Background: an optimization exercise with open tools, aiming at small area and a short achievable clock period. Do not read the settings as production practice. In this exercise RTL edits were held to simulation tests only and were not proved equivalent to the original. Power and IR drop assume default switching activity.

Design ce_dalu, start of the top module:
module ce_dalu (
    input  wire        clk,
    input  wire        rst,          
    input  wire        ins_valid,    
    input  wire [31:0] ins,          
    input  wire [2:0]  rd_sel,       
    output wire [15:0] rd_data,
    output wire [39:0] acc,          
    output wire [4:0]  flags         
);
For scale: about 3600 cells after synthesis, ~28000 sq um of cells after synthesis.
export LEC_CHECK = 0
export ABC_AREA = 1
export CAP_MARGIN = 20
export CORE_MARGIN = 2
export CORE_UTILIZATION = 45
export CTS_BUF_LIST = sky130_fd_sc_hd__clkbuf_8
export CTS_CLUSTER_DIAMETER = 60
export CTS_CLUSTER_SIZE = 15
export SLEW_MARGIN = 20
create_clock -name core_clock -period 20.0 [get_ports {clk}]
standard.sh (not shown) runs the stock make flow with config.mk's settings and CLKGATE_MAP_FILE= SYNTH_SCRIPT=/design/flow/synth_recipe.tcl, a recipe that flattens the netlist after the stock synthesis.
==> flow/flow/run.sh <==
#!/bin/bash
# Standard layout, with these changes:
#  - synthesis: the standard synthesis script, sourcing a copy of ORFS's
#    synth.tcl whose only change is the ABC step (see below);
#  - after synthesis, fapol.py removes inverters around full adders by
#    flipping adder polarities; the result is kept only if ABC proves it
#    equivalent to the synthesized netlist;
#  - plain buffers (not delay cells) on the ports;
#  - the resizer's timing repair asked for more setup slack than the
#    standard flow.
set -euo pipefail
W=$PWD
F=$W/flow
# the ALU adder is kept apart until the end of synthesis (as
# SYNTH_KEEP_MODULES does), left out of full-adder extraction and mapped
# for delay (flow/abc_fast.script); the rest is mapped with flow/abc.script
FAST="ce_dalu_add16"
sed 's#^  log_cmd abc {\*}$abc_args$#  log_cmd abc -script '"$F"'/abc.script {*}[lrange $abc_args 2 end] '"$FAST"' %% %n\n  log_cmd abc -script '"$F"'/abc_fast.script {*}[lrange $abc_args 2 end] '"$FAST"'#' \
    "$FLOW_HOME/scripts/synth.tcl" > "$W/synth_mine.tcl"
sed -i 's#^  extract_fa {\*}\[dont_use_extract_fa_args\]$#  extract_fa {*}[dont_use_extract_fa_args] '"$FAST"' %% %n#' "$W/synth_mine.tcl"
grep -q "abc_fast.script" "$W/synth_mine.tcl"
grep -q "extract_fa .*%n" "$W/synth_mine.tcl"
sed 's#source $::env(SCRIPTS_DIR)/synth.tcl#source '"$W"'/synth_mine.tcl#' \
    "$W/synth_recipe.tcl" > "$W/synth_recipe_mine.tcl"
grep -q "synth_mine.tcl" "$W/synth_recipe_mine.tcl"
ARGS=(SYNTH_SCRIPT="$W/synth_recipe_mine.tcl" SYNTH_KEEP_MODULES="$FAST"
      BUFFER_PORTS_ARGS="-buffer_cell sky130_fd_sc_hd__buf_2"
      SETUP_SLACK_MARGIN=10 TNS_END_PERCENT=100)
bash standard.sh "${ARGS[@]}" synth > make_synth.log 2>&1

# full-adder polarity clean-up, checked by ABC's combinational equivalence
R=$W/orfs/results/sky130hd/ce_dalu/base
LIB=$FLOW_HOME/platforms/sky130hd/lib/sky130_fd_sc_hd__tt_025C_1v80.lib
cp "$R/1_2_yosys.v" "$W/netlist_synth.v"
python3 "$F/fapol.py" "$W/netlist_synth.v" "$W/netlist_fapol.v" > fapol.log 2>&1
for n in synth fapol; do
  cat > "$W/blif_$n.ys" <<EOY
read_liberty -ignore_miss_func $LIB
read_verilog $W/netlist_$n.v
hierarchy -top ce_dalu
flatten
opt_clean
techmap
opt -fast
dfflegalize -cell \$_DFF_P_ x
write_blif $W/netlist_$n.blif
EOY
  yosys -q -s "$W/blif_$n.ys" > "yosys_blif_$n.log" 2>&1
done
yosys-abc -c "cec $W/netlist_synth.blif $W/netlist_fapol.blif" > cec.log 2>&1 || true
if grep -q "Networks are equivalent" cec.log; then
  cp "$W/netlist_fapol.v" "$R/1_2_yosys.v"
  echo "fapol netlist used" >> fapol.log
else
  echo "fapol netlist NOT used" >> fapol.log
fi
bash standard.sh "${ARGS[@]}" finish > make.log 2>&1
==> flow/flow/abc_fast.script <==
strash
dch -f
map -D 500
topo
stime -c
buffer -c
upsize -c -D 500
dnsize -c -D 500
Other scripts of this flow, unchanged in this note and not shown: flow/flow/abc.script, flow/flow/fapol.py
The first run finished clean.
Edit:
--- a/flow/flow/run.sh
+++ b/flow/flow/run.sh
@@ -2,5 +2,5 @@
 # Standard layout, with these changes:
 #  - synthesis: the standard synthesis script, sourcing a copy of ORFS's
-#    synth.tcl whose only change is the ABC step (see below);
+#    synth.tcl whose only change is the ABC script (flow/abc.script);
 #  - after synthesis, fapol.py removes inverters around full adders by
 #    flipping adder polarities; the result is kept only if ABC proves it
@@ -12,19 +12,13 @@
 W=$PWD
 F=$W/flow
-# the ALU adder is kept apart until the end of synthesis (as
-# SYNTH_KEEP_MODULES does), left out of full-adder extraction and mapped
-# for delay (flow/abc_fast.script); the rest is mapped with flow/abc.script
-FAST="ce_dalu_add16"
-sed 's#^  log_cmd abc {\*}$abc_args$#  log_cmd abc -script '"$F"'/abc.script {*}[lrange $abc_args 2 end] '"$FAST"' %% %n\n  log_cmd abc -script '"$F"'/abc_fast.script {*}[lrange $abc_args 2 end] '"$FAST"'#' \
+sed 's#^  log_cmd abc {\*}$abc_args$#  log_cmd abc -script '"$F"'/abc.script {*}[lrange $abc_args 2 end]#' \
     "$FLOW_HOME/scripts/synth.tcl" > "$W/synth_mine.tcl"
-sed -i 's#^  extract_fa {\*}\[dont_use_extract_fa_args\]$#  extract_fa {*}[dont_use_extract_fa_args] '"$FAST"' %% %n#' "$W/synth_mine.tcl"
-grep -q "abc_fast.script" "$W/synth_mine.tcl"
-grep -q "extract_fa .*%n" "$W/synth_mine.tcl"
+grep -q "abc.script" "$W/synth_mine.tcl"
 sed 's#source $::env(SCRIPTS_DIR)/synth.tcl#source '"$W"'/synth_mine.tcl#' \
     "$W/synth_recipe.tcl" > "$W/synth_recipe_mine.tcl"
 grep -q "synth_mine.tcl" "$W/synth_recipe_mine.tcl"
-ARGS=(SYNTH_SCRIPT="$W/synth_recipe_mine.tcl" SYNTH_KEEP_MODULES="$FAST"
+ARGS=(SYNTH_SCRIPT="$W/synth_recipe_mine.tcl"
       BUFFER_PORTS_ARGS="-buffer_cell sky130_fd_sc_hd__buf_2"
-      SETUP_SLACK_MARGIN=10 TNS_END_PERCENT=100)
+      SETUP_SLACK_MARGIN=10 TNS_END_PERCENT=0)
 bash standard.sh "${ARGS[@]}" synth > make_synth.log 2>&1
 
removed: flow/flow/abc_fast.script
What happened:
- area after synthesis drops by 2.3%
- final cell count decreases by 2.1%
- sequential cell count is unchanged
- die area decreases by 2.3%
- final area falls by 1.1%
- sequential share of layout area climbs by 0.22 points
- total power increases by 47%
- setup slack gets worse by 0.063 ns
- utilization is higher by 0.69 points
Edit:
--- a/flow/flow/run.sh
+++ b/flow/flow/run.sh
@@ -20,5 +20,5 @@
 ARGS=(SYNTH_SCRIPT="$W/synth_recipe_mine.tcl"
       BUFFER_PORTS_ARGS="-buffer_cell sky130_fd_sc_hd__buf_2"
-      SETUP_SLACK_MARGIN=10 TNS_END_PERCENT=0)
+      SETUP_SLACK_MARGIN=10 TNS_END_PERCENT=100)
 bash standard.sh "${ARGS[@]}" synth > make_synth.log 2>&1
 
What happened: Worst hold slack is about the same. Cell count climbs by 0.57%. Power climbs by 0.84%. Maximum frequency hardly moves. Clock skew drops by 0.011 ns. Via count climbs by 0.45%. Synthesized area stays the same. Clock power barely changes. Non-clock buffer count climbs by 24.

==> what the ideal ports hide <==
No port has a modelled driver above. Below, the same layouts with a new extraction and two added sets of constraints. Step 1, drivers: a clkbuf_16 drives clk and a buf_2 each remaining input, both assumed. Step 2 adds t to the input delays and takes it off the output delays; t is the mean of the earliest and latest rising clock arrival at the registers after step 1. Input paths then give back, and output paths get back, about the clock's delay inside the block. a / b / c = ideal / step 1 / step 2; a / b = the first two.
run | t (ns) | setup WS [ns] | worst data-port slew with drivers (ns)
the first run | 0.709 | 10.091 / 10.070 / 9.592 | 0.10
the second run | 0.698 | 10.028 / 10.004 / 9.395 | 0.06
the third run | 0.703 | 10.057 / 10.034 / 9.547 | 0.06
After both steps every run listed still meets setup and hold. The setup slack of the second run, which loses most, moves by -0.024 ns with the drivers and by -0.633 ns with both steps.
